Context: an optimization exercise on an open-source flow, tuned for small area, a short achievable clock period and few clock cycles per item. The choices shown serve that exercise and are no tape-out recipe. At most, simulation tests tie the RTL to the original design; equivalence was not proved.

== before ==
==> flow/design.v (excerpt) <==
module ce_aes (
    input  wire         clk,
    input  wire         rst,        
    input  wire         start,
    input  wire         key_256,    
    input  wire [255:0] key,
    input  wire [127:0] din,
    output wire         ready,
    output reg          done,
    output reg  [127:0] dout
);
Size: ~6200 cells after synthesis, roughly 520 I/O pins, ~59000 um^2 of cells after synthesis.
Settings: LEC_CHECK=0, CAP_MARGIN=20, CORE_MARGIN=2, CORE_UTILIZATION=60, CTS_CLUSTER_DIAMETER=80, CTS_CLUSTER_SIZE=24, GPL_ROUTABILITY_DRIVEN=1, GPL_TIMING_DRIVEN=1, PLACE_DENSITY=0.85, SETUP_SLACK_MARGIN=5, SLEW_MARGIN=20, SYNTH_HIERARCHICAL=1, SYNTH_MINIMUM_KEEP_SIZE=0; clock period 10.0 ns.
standard.sh (not shown) runs the stock make flow with config.mk's settings and CLKGATE_MAP_FILE= SYNTH_SCRIPT=/design/flow/synth_recipe.tcl, a recipe that flattens the netlist after the stock synthesis.
==> flow/flow/run.sh <==
#!/bin/bash
set -euo pipefail
bash standard.sh SETUP_SLACK_MARGIN=6 \
  "BUFFER_PORTS_ARGS=-buffer_cell sky130_fd_sc_hd__buf_1" finish > standard.log 2>&1
before was carried through to the last stage, and its layout satisfied the timing, design-rule and antenna checks.
Testbench counts of before, summed over its fixed seeds: cycles 35,450, blocks 3,200.
Changes in after relative to before:
Settings: ABC_CLOCK_PERIOD_IN_PS now 3000, previously not set.
- On number of signal-net inverters in the final layout, before and after are neck and neck.
- Comparing after against before, there is no change at all in final wirelength.
- From after to before, final cell count did not move at all.

========
== alpha ==
Another version of the RTL of ce_aes (not shown whole).
For scale: ~6200 cells after synthesis, ~1200 flip-flops, roughly 520 I/O pins, roughly 61000 sq um of cells after synthesis.
## ce_aes
module ce_aes (
    input  wire         clk,
    input  wire         rst,        
    input  wire         start,
    input  wire         key_256,    
    input  wire [255:0] key,
    input  wire [127:0] din,
    output wire         ready,
    output reg          done,
    output reg  [127:0] dout
);
Settings: LEC_CHECK=0, CAP_MARGIN=20, CORE_MARGIN=2, CORE_UTILIZATION=40, CTS_CLUSTER_DIAMETER=80, CTS_CLUSTER_SIZE=24, GPL_ROUTABILITY_DRIVEN=1, GPL_TIMING_DRIVEN=1, PLACE_DENSITY=0.6, SETUP_SLACK_MARGIN=5, SLEW_MARGIN=20, SYNTH_HIERARCHICAL=1, SYNTH_MINIMUM_KEEP_SIZE=0; clock period 10.0 ns.
==> flow/flow/run.sh <==
#!/bin/bash
set -euo pipefail
bash standard.sh SETUP_SLACK_MARGIN=5.5 \
  "BUFFER_PORTS_ARGS=-buffer_cell sky130_fd_sc_hd__buf_1" finish > standard.log 2>&1
Testbench counts of alpha, summed over its fixed seeds: cycles 35,450, blocks 3,200.
Input changes introduced in beta (baseline for comparison: alpha):
Settings: CTS_CLUSTER_DIAMETER removed (was 80); CTS_CLUSTER_SIZE removed (was 24).
==> flow/flow/run.sh <==
#!/bin/bash
set -euo pipefail
bash standard.sh SETUP_SLACK_MARGIN=6.5 finish > standard.log 2>&1
Findings:
- beta vs alpha — wire length of the first global-routing pass climbed by a few percent
- Between alpha and beta, proportion of final cell area spent on non-clock buffers is higher for beta, alpha comes in under that.
- Relative to alpha, the ratio of routed vias to standard cells of beta is higher by about 0.7%.
- Summary — final critical path time including I/O delays and setup, beta relative to alpha: lower, by 0.76 ns.
- What beta reported for total via count after detailed routing has to be multiplied by 0.936 to get the figure for alpha.
- beta finished every step from synthesis to the final layout, and the layout passed the timing, design-rule and antenna checks.
The inputs of gamma differ from those of beta as listed below.
Settings: changing PLACE_DENSITY from 0.6 to 0.65; changing CORE_UTILIZATION from 40 to 50; setting ABC_CLOCK_PERIOD_IN_PS to 4000 for the first time.
==> flow/run.sh (new file) <==
#!/bin/bash
# synth_recipe.tcl (not shown) runs the flow's synth.tcl, then flattens the netlist and writes it again
# the make line also repeats each setting of config.mk as NAME=value (left out here)
make -C /OpenROAD-flow-scripts/flow DESIGN_CONFIG=/design/flow/config.mk WORK_HOME=/design/flow/orfs CLKGATE_MAP_FILE= SYNTH_SCRIPT=/design/flow/synth_recipe.tcl finish
removed: flow/flow/run.sh
removed: flow/standard.sh
--- outcome ---
The flow did not stop early for gamma: all stages ran, and the layout cleared the timing, design-rule and antenna checks. [compare] base=beta new=gamma: critical path depth in cells rose by 5; fraction of standard cell area that is sequential went up 4.8 points; worst setup slack went down 0.81 ns; wire length of the first global-routing pass now sits lower. In gamma relative to beta, die area had gone down by more than 10%. Cmp gamma vs beta: number of well taps lower in gamma.
Input changes introduced in delta (baseline for comparison: gamma):
Settings: ABC_CLOCK_PERIOD_IN_PS no longer set, was 4000; CORE_UTILIZATION now 40, was 50; PLACE_DENSITY now 0.6, was 0.65.
==> flow/flow/run.sh (new file) <==
#!/bin/bash
set -euo pipefail
bash standard.sh SETUP_SLACK_MARGIN=7 finish > standard.log 2>&1
==> flow/standard.sh (new file) <==
#!/bin/bash
# synth_recipe.tcl (not shown) runs the flow's synth.tcl, then flattens the netlist and writes it again
# the make line also repeats each setting of config.mk as NAME=value (left out here)
make -C /OpenROAD-flow-scripts/flow DESIGN_CONFIG=/design/flow/config.mk WORK_HOME=/design/flow/orfs CLKGATE_MAP_FILE= SYNTH_SCRIPT=/design/flow/synth_recipe.tcl "${@:-finish}"
removed: flow/run.sh
### Flow results
Summary — total CTS buffers, delta relative to gamma: higher, by 6.
delta against gamma: sum of negative setup slack ~0 delta, worst setup slack +0.84 ns, cell total after placement +407, met3 layer wire length in the routed design +about 66%.
From gamma to delta the numbers moved as follows: fmax rose by about 23%, first-pass GRT wire length rose by 65 mm, first-iteration detailed-routing DRC count rose by 1276, flip-flop and latch area rose by 3.9%, detail-routed net length per standard cell rose by 12%.

========
Starting RTL as in the previous note.
clock: 10.0 ns
lec_check: 0
cap_margin: 20
core_margin: 2
core_utilization: 40
cts_cluster_diameter: 80
cts_cluster_size: 24
gpl_routability_driven: 1
gpl_timing_driven: 1
place_density: 0.6
setup_slack_margin: 5
slew_margin: 20
synth_hierarchical: 1
synth_minimum_keep_size: 0
==> flow/flow/run.sh <==
#!/bin/bash
set -euo pipefail
bash standard.sh SETUP_SLACK_MARGIN=6 \
  "BUFFER_PORTS_ARGS=-buffer_cell sky130_fd_sc_hd__buf_1" finish > standard.log 2>&1
Testbench counts at the start, summed over its fixed seeds: cycles 35,450, blocks 3,200.
Change:
ABC_AREA = 1   (was not set)
=>
- design area rose by 21%
- routed wire length climbs by 22%
- synthesized area grows by 27%
- clock skew rises by 0.011 ns
- global-route usage decreases by 0.72 points
- core utilization went down by 2.2 points
- worst setup slack improves by 0.16 ns
- worst hold slack degrades by 0.0048 ns
- register-to-register slack improved by 0.16 ns

========
ce_aes with an RTL version that a note above also has.
For scale: about 6200 cells after synthesis, about 520 I/O pins.
==> flow/config.mk <==
export PLATFORM = sky130hd
export DESIGN_NAME = ce_aes
export DESIGN_NICKNAME = ce_aes
export VERILOG_FILES = /design/flow/design.v
export SDC_FILE = /design/flow/constraint.sdc
export NUM_CORES = 4
export LEC_CHECK = 0
export CAP_MARGIN = 20
export CORE_MARGIN = 2
export CORE_UTILIZATION = 70
export CTS_CLUSTER_DIAMETER = 80
export CTS_CLUSTER_SIZE = 24
export GPL_ROUTABILITY_DRIVEN = 1
export GPL_TIMING_DRIVEN = 1
export PLACE_DENSITY = 0.9
export SETUP_SLACK_MARGIN = 5
export SLEW_MARGIN = 20
export SYNTH_HIERARCHICAL = 1
export SYNTH_MINIMUM_KEEP_SIZE = 0
==> flow/constraint.sdc <==
create_clock -name core_clock -period 10.0 [get_ports {clk}]
set_input_delay 2.0000 -clock core_clock [delete_from_list [all_inputs] [get_ports {clk}]]
set_output_delay 2.0000 -clock core_clock [all_outputs]
set_load 0.01 [all_outputs]
Scripts as last shown in full above: flow/flow/run.sh
Testbench counts at the start, summed over its fixed seeds: cycles 35,450, blocks 3,200.
Then changed:
CORE_UTILIZATION = 60   (was 70)
PLACE_DENSITY = 0.85   (was 0.9)
TNS_END_PERCENT = 20   (was unset)
The changed run produced a clean layout.
Worst setup slack improved by 0.14 ns.
Synthesized cell count stays the same.
Cell area hardly moves.
Global-route usage is lower by 5.6 points.
Then changed:
TNS_END_PERCENT = 5   (was 20)
The new run ran to the end with no violations.
Routed wire length drops slightly.
Hold slack stays flat.
Design area shrinks slightly.
Utilization came out lower by 0.55 points.
Final cell count stays flat.
Via count is about the same.
Then changed:
==> flow/flow/run.sh (replaced) <==
#!/bin/bash
set -euo pipefail
bash standard.sh SETUP_SLACK_MARGIN=6.2 \
  "BUFFER_PORTS_ARGS=-buffer_cell sky130_fd_sc_hd__buf_1" finish > standard.log 2>&1
TNS_END_PERCENT = unset   (was 5)
Effect:
- cell area increases by 5.3%
- critical path depth decreases by 3
- flip-flop and latch count does not change
- final cell count increases by 1.1%
- via count increases by 2.4%

========
Another version of the RTL of ce_aes (not shown whole).
Size: roughly 1,200 flip-flops, ~520 I/O pins, about 59,000 um^2 of cells after synthesis.
==> flow/config.mk <==
export PLATFORM = sky130hd
export DESIGN_NAME = ce_aes
export DESIGN_NICKNAME = ce_aes
export VERILOG_FILES = /design/flow/design.v
export SDC_FILE = /design/flow/constraint.sdc
export NUM_CORES = 4
export LEC_CHECK = 0
export CAP_MARGIN = 20
export CORE_MARGIN = 2
export CORE_UTILIZATION = 50
export CTS_CLUSTER_DIAMETER = 80
export CTS_CLUSTER_SIZE = 24
export GPL_ROUTABILITY_DRIVEN = 1
export GPL_TIMING_DRIVEN = 1
export PLACE_DENSITY = 0.75
export SETUP_SLACK_MARGIN = 5
export SLEW_MARGIN = 20
export SYNTH_HIERARCHICAL = 1
export SYNTH_MINIMUM_KEEP_SIZE = 0
==> flow/constraint.sdc <==
create_clock -name core_clock -period 10.0 [get_ports {clk}]
set_input_delay 2.0000 -clock core_clock [delete_from_list [all_inputs] [get_ports {clk}]]
set_output_delay 2.0000 -clock core_clock [all_outputs]
set_load 0.01 [all_outputs]
==> flow/flow/run.sh <==
#!/bin/bash
set -euo pipefail
bash standard.sh SETUP_SLACK_MARGIN=6.5 \
  "BUFFER_PORTS_ARGS=-buffer_cell sky130_fd_sc_hd__buf_1" finish > standard.log 2>&1
The starting point finished clean.
Rerun with:
==> flow/flow/run.sh (replaced) <==
#!/bin/bash
set -euo pipefail
bash standard.sh SETUP_SLACK_MARGIN=5.8 \
  "BUFFER_PORTS_ARGS=-buffer_cell sky130_fd_sc_hd__buf_1" finish > standard.log 2>&1
Area after synthesis does not change.
Clock skew fell by 0.011 ns.
Final area fell by 14%.
Die area is unchanged.
Utilization fell by 9.1 points.
Maximum frequency fell by 11%.
Rerun with:
==> flow/flow/run.sh (replaced) <==
#!/bin/bash
set -euo pipefail
bash standard.sh SETUP_SLACK_MARGIN=6 \
  "BUFFER_PORTS_ARGS=-buffer_cell sky130_fd_sc_hd__buf_1" finish > standard.log 2>&1
- CORE_UTILIZATION: 50 -> 60
- PLACE_DENSITY: 0.75 -> 0.85
After rerunning:
- worst setup slack improves by 0.19 ns
- synthesized cell count does not change
- global-route usage goes up by 4.8 points
- wire length goes down by a few percent
- die area goes down by about a fifth
- count of clock-buffer cells in the layout goes down by 4
- via count goes up by a few percent
- cell area goes up slightly
Rerun with:
- CORE_UTILIZATION: 60 -> 50
- PLACE_DENSITY: 0.85 -> 0.75
Effect: The new run finished with timing, DRC and antenna clean. Cell area is higher by 0.40%. First-iteration DRC count drops by 11%. Sequential share of layout area shrinks by 0.16 points.
No functional check of the RTL was part of any run of this note.

[what the ideal ports hide]
In the flow no input, the clock included, has a driving cell. The finished layouts below were timed again as built, in two steps. Step 1: set_driving_cell puts a clkbuf_16 on clk and a buf_2 on each other input, an assumption about the parent block. Step 2, shift: input delay + t, output delay - t, t = (earliest + latest rising clock arrival at the registers) / 2. This alone moves slack from input paths to output paths. a / b / c = ideal / step 1 / step 2; a / b = the first two.
| run | shift t [ns] | setup WS [ns] | hold slack, ns | clock arrival spread, ns |
|---|---|---|---|---|
| before | 0.759 | 6.077 / 6.077 / 6.077 | 0.320 / 0.320 / 0.320 | 0.042 / 0.042 |
| after | 0.759 | 6.077 / 6.077 / 6.077 | 0.320 / 0.320 / 0.320 | 0.042 / 0.042 |
| alpha | 0.778 | 5.633 / 5.633 / 5.633 | 0.313 / 0.313 / 0.313 | 0.048 / 0.047 |
| beta | 0.842 | 6.398 / 6.398 / 5.994 | 0.298 / 0.298 / 0.298 | 0.044 / 0.044 |
| gamma | 0.825 | 5.585 / 5.585 / 5.585 | 0.314 / 0.314 / 0.314 | 0.038 / 0.038 |
| delta | 0.840 | 6.423 / 6.423 / 6.152 | 0.313 / 0.313 / 0.313 | 0.040 / 0.040 |
| the first run of note 3 | 0.780 | 6.067 / 6.067 / 6.052 | 0.311 / 0.311 / 0.311 | 0.045 / 0.045 |
| the second run of note 3 | 0.822 | 6.230 / 6.230 / 6.230 | 0.306 / 0.306 / 0.306 | 0.056 / 0.055 |
| the first run of note 4 | 0.733 | 5.896 / 5.896 / 5.896 | 0.316 / 0.316 / 0.316 | 0.036 / 0.036 |
| the second run of note 4 | 0.758 | 6.037 / 6.037 / 6.037 | 0.323 / 0.323 / 0.323 | 0.041 / 0.041 |
| the third run of note 4 | 0.758 | 5.984 / 5.984 / 5.984 | 0.322 / 0.322 / 0.322 | 0.040 / 0.040 |
| the fourth run of note 4 | 0.762 | 6.130 / 6.130 / 6.130 | 0.326 / 0.326 / 0.326 | 0.035 / 0.035 |
| the first run of note 5 | 0.786 | 6.321 / 6.321 / 6.155 | 0.311 / 0.311 / 0.311 | 0.037 / 0.037 |
| the second run of note 5 | 0.776 | 5.887 / 5.887 / 5.887 | 0.322 / 0.322 / 0.322 | 0.027 / 0.028 |
| the third run of note 5 | 0.759 | 6.077 / 6.077 / 6.077 | 0.320 / 0.320 / 0.320 | 0.042 / 0.042 |
| the fourth run of note 5 | 0.778 | 5.968 / 5.968 / 5.968 | 0.323 / 0.323 / 0.323 | 0.027 / 0.027 |
After both steps every run listed still meets setup and hold. For beta, which loses most, drivers alone change the setup slack by 0.000 ns; drivers and shift together by -0.404 ns.
